Background: an optimization exercise with open tools, aiming at small area. Do not read the settings as production practice. In this exercise RTL edits were held to simulation tests only and were not proved equivalent to the original. Power figures rest on the tool's default switching activity, not on a simulated workload.

Setup of run 1:
// cw848_cvt4
module cw848_cvt4 (
    input  wire         clk,
    input  wire         rst,         
    input  wire         seed_wr,     
    input  wire [31:0]  seed,
    input  wire         in_valid,
    input  wire [3:0]   in_fmt,      
    input  wire [1:0]   in_rnd,      
    input  wire [3:0]   in_src,      
    input  wire [127:0] in_a,        
    output reg          out_valid,
    output reg          out_err,     
    output reg  [127:0] out_res,
    output reg  [19:0]  out_flags    
);
    localparam NL = 4;
    reg  [31:0] sr_state;
    reg  [31:0] sr_seed;
    wire        draw     = in_valid && (in_rnd == 2'b10);
    wire [31:0] s0       = seed_wr ? seed : (sr_state == 32'd0) ? sr_seed : sr_state;
    wire [31:0] s1       = s0 ^ (s0 << 13);
    wire [31:0] s2       = s1 ^ (s1 >> 17);
    wire [31:0] v_draw   = s2 ^ (s2 << 5);
    always @(posedge clk) begin
        if (rst) begin
            sr_state <= 32'd0;
            sr_seed  <= 32'd0;
        end else begin
            if (seed_wr) sr_seed <= seed;
            if (draw)         sr_state <= v_draw;
            else if (seed_wr) sr_state <= seed;
        end
    end
    reg          s1_valid;
    reg  [3:0]   s1_fmt;
    reg  [1:0]   s1_rnd;
    reg          s1_int;
    reg          s1_bad;
    reg  [127:0] s1_a;
    wire in_bad = (in_fmt == 4'h0) || (in_fmt == 4'hF) || (in_rnd == 2'b11) ||
                  !((in_src == 4'h1) || (in_src == 4'hB));
    always @(posedge clk) begin
        if (rst) s1_valid <= 1'b0;
        else     s1_valid <= in_valid;
        s1_fmt <= in_fmt;
        s1_rnd <= in_rnd;
        s1_int <= in_src[3];
        s1_bad <= in_bad;
        s1_a   <= in_a;
    end
    wire [3:0] f = s1_fmt;
    wire f1 = (f == 4'h1), f2 = (f == 4'h2), f3 = (f == 4'h3), f4 = (f == 4'h4);
    wire f5 = (f == 4'h5), f6 = (f == 4'h6), f7 = (f == 4'h7), f8 = (f == 4'h8);
    wire f9 = (f == 4'h9), fa = (f == 4'hA), fb = (f == 4'hB), fc = (f == 4'hC);
    wire fd = (f == 4'hD), fe = (f == 4'hE);
    wire        d_int   = fb | fc | fd | fe;
    wire [4:0]  d_base  = d_int ? 5'd0 : f2 ? 5'd16 : (f3 | f5) ? 5'd21 : f4 ? 5'd24 :
                          (f6 | f9) ? 5'd28 : (f7 | f8) ? 5'd29 : fa ? 5'd30 : 5'd8;
  ...
export LEC_CHECK = 0
export ABC_AREA = 1
export CAP_MARGIN = 20
export CORE_MARGIN = 2
export CORE_UTILIZATION = 55
export GPL_TIMING_DRIVEN = 0
export PLACE_DENSITY = 0.65
export SETUP_SLACK_MARGIN = 1.5
export SLEW_MARGIN = 20
create_clock -name core_clock -period 32.0 [get_ports {clk}]
standard.sh (not shown) runs the stock make flow with config.mk's settings and CLKGATE_MAP_FILE= SYNTH_SCRIPT=/design/flow/synth_recipe.tcl, a recipe that flattens the netlist after the stock synthesis.
==> flow/flow/run.sh <==
#!/bin/bash
# Standard layout (the standard.sh) with these changes:
#  - synthesis maps the logic with ABC's area mapper (flow/abc_area.script)
#    instead of ORFS's ABC script; registers are mapped as in the standard
#    synthesis (dfflibmap runs before ABC and ABC leaves them alone);
#  - ports are buffered with sky130_fd_sc_hd__buf_1;
#  - CTS builds larger sink clusters and inserts no dummy loads.
# Each tool's output goes to standard.log (and ORFS's own logs under orfs/).
set -euo pipefail
here=$(pwd)
export CVT_ABC_SCRIPT=$here/flow/abc_area.script
cat flow/abc_wrap.tcl synth_recipe.tcl > cvt_synth.tcl
bash standard.sh \
  SYNTH_SCRIPT=$here/cvt_synth.tcl \
  "BUFFER_PORTS_ARGS=-buffer_cell sky130_fd_sc_hd__buf_1" \
  "CTS_ARGS=-sink_clustering_enable -repair_clock_nets -dont_use_dummy_load -sink_clustering_size 20 -sink_clustering_max_diameter 100" \
  finish > standard.log 2>&1
==> flow/flow/abc_area.script <==
&get -n
&st
&syn2
&dc2
&syn3
&dc2
&deepsyn -T 300
&put
dch -f
amap
topo
==> flow/flow/abc_wrap.tcl <==
# Read before the standard flow's synthesis script: yosys's abc pass is called with this
# flow's ABC script (area mapping) in place of the one ORFS passes.
proc abc {args} {
  set i [lsearch -exact $args -script]
  if { $i >= 0 } {
    lset args [expr { $i + 1 }] $::env(CVT_ABC_SCRIPT)
  }
  yosys abc {*}$args
}
The flow did not stop early for run 1: all stages ran, and the layout cleared the timing, design-rule and antenna checks.
Modified inputs, run 2 compared to run 1
-- flow/flow/run.sh --
<<< run 1, line 2
# Standard layout (the standard.sh) with these changes:
#  - synthesis maps the logic with ABC's area mapper (flow/abc_area.script)
#    instead of ORFS's ABC script; registers are mapped as in the standard
>>> run 2, line 2
# Standard layout (the standard.sh) with these changes:
#  - synthesis maps the logic with ABC's area mapper, remapped a few times
#    (flow/abc_area.script)
#    instead of ORFS's ABC script; registers are mapped as in the standard
<<< run 1, line 6
#  - ports are buffered with sky130_fd_sc_hd__buf_1;
#  - CTS builds larger sink clusters and inserts no dummy loads.
# Each tool's output goes to standard.log (and ORFS's own logs under orfs/).
>>> run 2, line 7
#  - ports are buffered with sky130_fd_sc_hd__buf_1;
#  - CTS builds larger sink clusters and inserts no
#    dummy loads.
# Each tool's output goes to standard.log (and ORFS's own logs under orfs/).
-- flow/flow/abc_area.script --
<<< run 1, line 9
dch -f
amap
topo
>>> run 2, line 9
dch -f
amap -F 50 -A 50
strash
dch -f
amap -F 50 -A 50
strash
dch -f
amap -F 50 -A 50
strash
dch -f
amap -F 50 -A 50
strash
dch -f
amap -F 50 -A 50
strash
dch -f
amap -F 50 -A 50
strash
dch -f
amap -F 50 -A 50
strash
dch -f
amap -F 50 -A 50
topo
Notes after the runs:
Run 2: done, clean on timing, DRC and antenna
Slowest library cell on the worst path: a222oi_1 -> run 1, clkinv_1 -> run 2
Cmp run 2 vs run 1: global routing met1 resource utilization higher in run 2
Area growth from synthesis to layout: run 2 > run 1
Diff run 2 and run 1: count of buffers not belonging to the clock network in the layout lower in run 2
Run 1 -> run 2: largest fanout on the critical path increased by a little under 10%
Looking at sequential element share of the synthesized area, run 2 sits 0.16 points above run 1.
Run 2 against run 1: antenna diode count picked up an extra 1; final period demand of the worst path moved up; signal arrival time at the worst endpoint grew by 0.06 ns.
Total number of vias essentially unchanged between run 2 and run 1.
Input changes introduced in run 3 (baseline for comparison: run 2):
-- flow/flow/abc_area.script --
<<< run 2, line 6
&dc2
&deepsyn -T 300
&put
>>> run 3, line 6
&dc2
&deepsyn -T 200
&put
<<< run 2, line 31
amap -F 50 -A 50
topo
>>> run 3, line 31
amap -F 50 -A 50
strash
dch -f
amap -F 50 -A 50
strash
dch -f
amap -F 50 -A 50
strash
dch -f
amap -F 50 -A 50
strash
dch -f
amap -F 50 -A 50
topo
==> comparison <==
- Every run (run 3 and run 2) finished clean.
- Wire length on met2: higher on run 3
- Status: core utilization parity (run 3, run 2)
- Taking run 2 as the reference, in run 3 logic depth of the worst register-to-register path moved up; final design instance area without fill has decreased; global routing usage summed across all routing layers +2.3 points; routed wire length increased 3.9%; slack of the critical path now larger.
- [run 3] non-clock buffer count rose about 1.6% relative to run 2
- Cmp run 3 and run 2 / final critical path time including I/O delays and setup / lower: run 3
- Per the comparison of run 3 with run 2, detail-routed via count per cell moved up, relative contribution of combinational cells to total power higher.
### run 3 -> run 4
- PLACE_DENSITY: 0.65 -> 0.75
- SETUP_SLACK_MARGIN: 1.5 -> unset
- CORE_UTILIZATION: 55 -> 65
-- flow/flow/run.sh --
<<< run 3, line 2
# Standard layout (the standard.sh) with these changes:
#  - synthesis maps the logic with ABC's area mapper, remapped a few times
#    (flow/abc_area.script)
#    instead of ORFS's ABC script; registers are mapped as in the standard
>>> run 4, line 2
# Standard layout (the standard.sh) with these changes:
#  - synthesis maps the logic with ABC's area mapper (flow/abc_area.script)
#    instead of ORFS's ABC script; registers are mapped as in the standard
<<< run 3, line 7
#  - ports are buffered with sky130_fd_sc_hd__buf_1;
#  - CTS builds larger sink clusters and inserts no
#    dummy loads.
# Each tool's output goes to standard.log (and ORFS's own logs under orfs/).
>>> run 4, line 6
#  - ports are buffered with sky130_fd_sc_hd__buf_1;
#  - CTS builds larger sink clusters and inserts no dummy loads.
# Each tool's output goes to standard.log (and ORFS's own logs under orfs/).
==> flow/flow/abc_area.script <==
&get -n
&st
&syn2
&dc2
&syn3
&dc2
&deepsyn -T 240
&put
dch -f
amap
topo
--- outcome ---
- In the metrics for run 4 and run 3, the one carrying the higher later-pin clock latency in the skew report is run 3.
- [compare] base=run 3 new=run 4: setup skew after layout moved down; non-clock buffer count shows no meaningful change.

## re-timing with driven ports
The results above use ideal ports. As a check the final layouts listed here were re-extracted and re-timed, cells and wires unchanged.
Step 1 sets driving cells, clkbuf_16 on the clock port and buf_2 on the other inputs (assumed; they add their load-dependent delay and slew).
Step 2 moves the port delays by t, midway between the first and last clock arrival at a register: inputs arrive t later, outputs are due t later. That takes back most of the time a late clock gives input paths.
Slacks: ideal ports / drivers / drivers and shift; pairs: ideal ports / drivers.
run | t (ns) | setup slack, ns | clock arrival spread, ns | worst slew at a driven data input, ns | cell pins on the clock port's net
run 1 | 0.662 | 2.883 / 2.883 / 2.883 | 0.060 / 0.060 | 0.05 | 1
run 2 | 0.676 | 2.826 / 2.826 / 2.826 | 0.045 / 0.044 | 0.05 | 1
run 3 | 0.659 | 3.654 / 3.654 / 3.654 | 0.078 / 0.078 | 0.07 | 1
run 4 | 0.651 | 2.367 / 2.367 / 2.367 | 0.020 / 0.021 | 0.07 | 1
After both steps every run listed still meets setup and hold.
